Source: an optimization exercise on an open RTL-to-GDS flow (aim: small area and a short achievable clock period). Production flows keep margins and buffers that such runs may drop.
In this exercise RTL edits were held to simulation tests only and were not proved equivalent to the original.
Power is estimated from default activity; no workload was simulated.

## old
==> flow/design.v <==
module cvt_lane (
    input  wire        clk,
    input  wire        rst,
    input  wire        in_valid,
    input  wire [31:0] in_src,       
    input  wire [7:0]  in_e,         
    input  wire [3:0]  in_fmt,       
    input  wire [1:0]  in_rm,        
    input  wire        in_sat,       
    input  wire [23:0] in_u,         
    output reg         out_valid,
    output reg  [31:0] out_res,      
    output reg         out_invalid,
    output reg         out_overflow
);
    reg va, vb, vc;
    always @(posedge clk) begin
        if (rst) begin
            va <= 1'b0; vb <= 1'b0; vc <= 1'b0; out_valid <= 1'b0;
        end else begin
            va <= in_valid; vb <= va; vc <= vb; out_valid <= vc;
        end
    end
    reg [31:0] a_src;
    reg [7:0]  a_e;
    reg [3:0]  a_fmt;
    reg [1:0]  a_rm;
    reg        a_sat;
    reg [23:0] a_u;
    always @(posedge clk) begin
        a_src <= in_src;
        a_e   <= in_e;
        a_fmt <= in_fmt;
        a_rm  <= in_rm;
        a_sat <= in_sat;
        a_u   <= in_u;
    end
    wire [7:0]  E1  = a_src[30:23];
    wire [22:0] F1  = a_src[22:0];
    wire        Ez1 = ~|E1;
    wire        Ex1 = &E1;
    wire        Fz1 = ~|F1;
    wire [23:0] M1  = {~Ez1, F1};
    wire nan1  = Ex1 & ~Fz1;
    wire snan1 = nan1 & ~F1[22];
    wire inf1  = Ex1 & Fz1;
    wire zero1 = Ez1 & Fz1;
    wire i_int1 = a_fmt[3];
    wire i_e5_1 = ~a_fmt[3] & a_fmt[2];
    wire i_e4_1 = ~a_fmt[3] & ~a_fmt[2] & a_fmt[1] & a_fmt[0];
    wire i_h_1  = ~a_fmt[3] & ~a_fmt[2] & a_fmt[1] & ~a_fmt[0];
    wire i_bf_1 = ~a_fmt[3] & ~a_fmt[2] & ~a_fmt[1] & a_fmt[0];
    reg [4:0] clz1;
    integer k;
    always @(*) begin
        clz1 = 5'd24;
        for (k = 0; k < 23; k = k + 1)
            if (F1[k]) clz1 = 5'd23 - k[4:0];
    end
    wire [4:0] lz1 = Ez1 ? clz1 : 5'd0;
    reg [8:0] C1;
    reg [4:0] nn1;
    reg [8:0] Ymax1, Ymin1;
    always @(*) begin
        if (i_int1)      begin C1 = 9'd150; nn1 = 5'd0;  Ymax1 = 9'd0;   Ymin1 = 9'd0;   end
        else if (i_e5_1) begin C1 = 9'd134; nn1 = 5'd21; Ymax1 = 9'd142; Ymin1 = 9'd113; end
        else if (i_e4_1) begin C1 = 9'd141; nn1 = 5'd20; Ymax1 = 9'd135; Ymin1 = 9'd121; end
        else if (i_h_1)  begin C1 = 9'd126; nn1 = 5'd13; Ymax1 = 9'd142; Ymin1 = 9'd113; end
        else if (i_bf_1) begin C1 = 9'd17;  nn1 = 5'd16; Ymax1 = 9'd254; Ymin1 = 9'd1;   end
        else             begin C1 = 9'd1;   nn1 = 5'd0;  Ymax1 = 9'd254; Ymin1 = 9'd1;   end
    end
    reg [4:0] ctz1;
    always @(*) begin
        ctz1 = 5'd24;
        for (k = 23; k >= 0; k = k - 1)
            if (M1[k]) ctz1 = k[4:0];
    end
    wire signed [10:0] es1    = {{3{a_e[7]}}, a_e};
    wire signed [10:0] Ee1    = {3'd0, E1[7:1], E1[0] | Ez1};
    wire signed [10:0] X1     = Ee1 - es1;
    wire signed [10:0] Y1     = X1 - $signed({6'd0, lz1});                   
    wire signed [10:0] nsub32 = $signed({2'd0, C1} + 11'd32) - Ee1 + es1;
    wire        [6:0]  nnrm32 = {2'd0, nn1} + 7'd32 - {2'd0, lz1};
    wire signed [10:0] Xm1    = X1 - $signed({2'd0, Ymin1});
    wire               normal1 = ~i_int1 & ~zero1 & ~Xm1[10] & ((|Xm1[9:5]) | (Xm1[4:0] >= lz1));
    wire        [6:0]  shs1   = nsub32[10] ? 7'd0 : (|nsub32[9:7]) ? 7'd127 : nsub32[6:0];
    wire        [6:0]  sh1    = normal1 ? nnrm32 : shs1;
    wire               sticky1 = (nsub32 > $signed({4'd0, 7'd56 + {2'd0, ctz1}}));
    wire               big1    = i_int1 ? (nsub32 <= 11'sd23) : (~Ez1 & (X1 > $signed({2'd0, Ymax1})));
    wire               yeq1    = ~Ez1 & (X1 == $signed({2'd0, Ymax1}));
    wire        [7:0]  ef1     = ~normal1 ? 8'd0 :
                                 i_e4_1 ? {4'd0, ~Y1[3], Y1[2:0]} :
                                 (i_h_1 | i_e5_1) ? {3'd0, ~Y1[4], Y1[3:0]} : Y1[7:0];
    reg        b_s, b_sticky, b_big, b_yeq, b_sat, b_nan, b_snan, b_inf;
    reg [23:0] b_M, b_u;
    reg [6:0]  b_sh;
    reg [7:0]  b_ef;
    reg [3:0]  b_fmt;
    reg [1:0]  b_rm;
    always @(posedge clk) begin
        b_s      <= a_src[31];
        b_M      <= M1;
        b_sh     <= sh1;
        b_sticky <= sticky1;
        b_big    <= big1;
        b_yeq    <= yeq1;
        b_ef     <= ef1;
        b_fmt    <= a_fmt;
        b_rm     <= a_rm;
        b_sat    <= a_sat;
        b_u      <= a_u;
        b_nan    <= nan1;
        b_snan   <= snan1;
        b_inf    <= inf1;
    end
    wire [79:0] win2  = {b_M, 56'd0} >> b_sh;
    wire [31:0] kept2 = win2[55:24];
    wire [23:0] frac2 = win2[23:0];
    reg ru2;
    always @(*) begin
        case (b_rm)
            2'd0:    ru2 = frac2[23] & ((|frac2[22:0]) | b_sticky | kept2[0]);
            2'd1:    ru2 = (frac2 > b_u);
            default: ru2 = 1'b0;
        endcase
    end
    reg        c_s, c_ru, c_big, c_yeq, c_sat, c_nan, c_snan, c_inf;
    reg [31:0] c_kept;
    reg [7:0]  c_ef;
    reg [3:0]  c_fmt;
    always @(posedge clk) begin
        c_s    <= b_s;
        c_kept <= kept2;
        c_ru   <= ru2;
        c_big  <= b_big;
        c_yeq  <= b_yeq;
        c_ef   <= b_ef;
        c_fmt  <= b_fmt;
        c_sat  <= b_sat;
        c_nan  <= b_nan;
        c_snan <= b_snan;
        c_inf  <= b_inf;
    end
    wire i_int3 = c_fmt[3];
    wire i_i8_3 = c_fmt[3] & ~c_fmt[2];
    wire i_e5_3 = ~c_fmt[3] & c_fmt[2];
    wire i_e4_3 = ~c_fmt[3] & ~c_fmt[2] & c_fmt[1] & c_fmt[0];
    wire i_h_3  = ~c_fmt[3] & ~c_fmt[2] & c_fmt[1] & ~c_fmt[0];
    wire i_bf_3 = ~c_fmt[3] & ~c_fmt[2] & ~c_fmt[1] & c_fmt[0];
    reg [30:0] pk3;
    always @(*) begin
        if (i_e5_3)      pk3 = {24'd0, c_ef[4:0], c_kept[1:0]};
        else if (i_e4_3) pk3 = {24'd0, c_ef[3:0], c_kept[2:0]};
        else if (i_h_3)  pk3 = {16'd0, c_ef[4:0], c_kept[9:0]};
        else if (i_bf_3) pk3 = {16'd0, c_ef[7:0], c_kept[6:0]};
        else             pk3 = {c_ef[7:0], c_kept[22:0]};
    end
    wire [31:0] inc_a = i_int3 ? (c_kept ^ {32{c_s}}) : {1'b0, pk3};
    wire        inc_c = i_int3 ? (c_s ^ c_ru) : c_ru;
    wire [31:0] inc3  = inc_a + {31'd0, inc_c};
    wire m_ones3 = i_e5_3 ? (&c_kept[1:0]) :
                   i_e4_3 ? (&c_kept[2:0]) :
                   i_h_3  ? (&c_kept[9:0]) :
                   i_bf_3 ? (&c_kept[6:0]) : (&c_kept[22:0]);
    wire e4_six3 = (c_kept[2:0] == 3'b110);
    wire fovf3   = c_big | (c_yeq & (i_e4_3 ? (m_ones3 | (e4_six3 & c_ru)) : (m_ones3 & c_ru)));
    wire iovf8   = c_big | (|c_kept[31:8]) |
                   (c_s ? (c_kept[7] & ((|c_kept[6:0]) | c_ru))
                        : (c_kept[7] | ((&c_kept[6:0]) & c_ru)));
    wire iovf32  = c_big | (c_kept[31] & (~c_s | (|c_kept[30:0])));
    wire iovf3   = i_i8_3 ? iovf8 : iovf32;
    reg [31:0] res3;
    reg        inv3, ovf3;
    always @(*) begin
        res3 = 32'd0;
        inv3 = 1'b0;
        ovf3 = 1'b0;
        if (i_int3) begin
            if (c_nan) begin
                inv3 = 1'b1;
            end else if (c_inf) begin
                inv3 = 1'b1;
                if (c_sat) res3 = i_i8_3 ? (c_s ? 32'h80 : 32'h7F) : (c_s ? 32'h8000_0000 : 32'h7FFF_FFFF);
            end else if (c_sat & iovf3) begin
                ovf3 = 1'b1;
                res3 = i_i8_3 ? (c_s ? 32'h80 : 32'h7F) : (c_s ? 32'h8000_0000 : 32'h7FFF_FFFF);
            end else begin
                res3 = i_i8_3 ? {24'd0, inc3[7:0]} : inc3;
            end
        end else begin
            if (c_nan) begin
                inv3 = c_snan;
                res3 = i_e5_3 ? 32'h7E : i_e4_3 ? 32'h7F : i_h_3 ? 32'h7E00 : i_bf_3 ? 32'h7FC0 : 32'h7FC0_0000;
            end else if (c_inf) begin
                inv3 = i_e4_3;
                res3 = i_e5_3 ? {24'd0, c_s, 7'h7C} : i_e4_3 ? {24'd0, c_s, 7'h7F} :
                       i_h_3  ? {16'd0, c_s, 15'h7C00} : i_bf_3 ? {16'd0, c_s, 15'h7F80} : {c_s, 31'h7F80_0000};
            end else if (fovf3) begin
                ovf3 = 1'b1;
                res3 = i_e5_3 ? {24'd0, c_s, 7'h7B} : i_e4_3 ? {24'd0, c_s, 7'h7E} :
                       i_h_3  ? {16'd0, c_s, 15'h7BFF} : i_bf_3 ? {16'd0, c_s, 15'h7F7F} : {c_s, 31'h7F7F_FFFF};
            end else begin
                res3 = (i_e5_3 | i_e4_3) ? {24'd0, c_s, inc3[6:0]} :
                       (i_h_3 | i_bf_3)  ? {16'd0, c_s, inc3[14:0]} : {c_s, inc3[30:0]};
            end
        end
    end
    always @(posedge clk) begin
        out_res      <= res3;
        out_invalid  <= inv3;
        out_overflow <= ovf3;
    end
endmodule
==> flow/config.mk <==
export PLATFORM = sky130hd
export DESIGN_NAME = cvt_lane
export DESIGN_NICKNAME = cvt_lane
export VERILOG_FILES = /design/flow/design.v
export SDC_FILE = /design/flow/constraint.sdc
export NUM_CORES = 4
export LEC_CHECK = 0
export ABC_AREA = 1
export CAP_MARGIN = 20
export CORE_MARGIN = 2
export CORE_UTILIZATION = 65
export PLACE_DENSITY = 0.75
export SETUP_SLACK_MARGIN = 0.5
export SLEW_MARGIN = 20
==> flow/constraint.sdc <==
create_clock -name core_clock -period 15.0 [get_ports {clk}]
set_input_delay 3.0000 -clock core_clock [delete_from_list [all_inputs] [get_ports {clk}]]
set_output_delay 3.0000 -clock core_clock [all_outputs]
set_load 0.01 [all_outputs]
run.sh (not shown) runs the stock make flow with config.mk's settings and CLKGATE_MAP_FILE= SYNTH_SCRIPT=/design/flow/synth_recipe.tcl, a recipe that flattens the netlist after the stock synthesis.
Modified inputs, new compared to old
--- a/flow/config.mk
+++ b/flow/config.mk
@@ -11,2 +11,2 @@
-export CORE_UTILIZATION = 65
-export PLACE_DENSITY = 0.75
+export CORE_UTILIZATION = 40
+export PLACE_DENSITY = 0.6
Results
Share of power burned in combinational logic is lower on new
Worst reg-to-reg setup slack essentially unchanged between new and old.
Delta (new minus old): number of stages on the worst setup path higher, internal cell power higher, final period utilization roughly the same, switching power as a share of total power roughly the same, area of all placed cells without fillers higher.
In new, vertical die dimension is higher than in old.
new ended up with a higher overall die width than old did.
Summary of the comparison: final worst-path setup slack is higher in new, relative to old.
new vs old: number of buffer and inverter instances along the worst setup path down in new

re-timing with driven ports:
In the flow no input, the clock included, has a driving cell. The finished layouts below were timed again as built, in two steps. Step 1 (the two cells are an assumption about what drives the block):
set clk [get_ports {clk}]
set_driving_cell -lib_cell sky130_fd_sc_hd__clkbuf_16 $clk
set_driving_cell -lib_cell sky130_fd_sc_hd__buf_2 [delete_from_list [all_inputs] $clk]
Step 2 moves the port delays by t, midway between the first and last clock arrival at a register: inputs arrive t later, outputs are due t later. That takes back most of the time a late clock gives input paths. Slacks: ideal ports / drivers / drivers and shift; pairs: ideal ports / drivers.
| run | t (ns) | setup WS [ns] | cell pins on the clock port's net |
|---|---|---|---|
| old | 0.567 | 10.401 / 10.401 / 10.401 | 1 |
| new | 0.609 | 10.416 / 10.416 / 10.416 | 1 |
After both steps setup and hold are still met in every run listed.
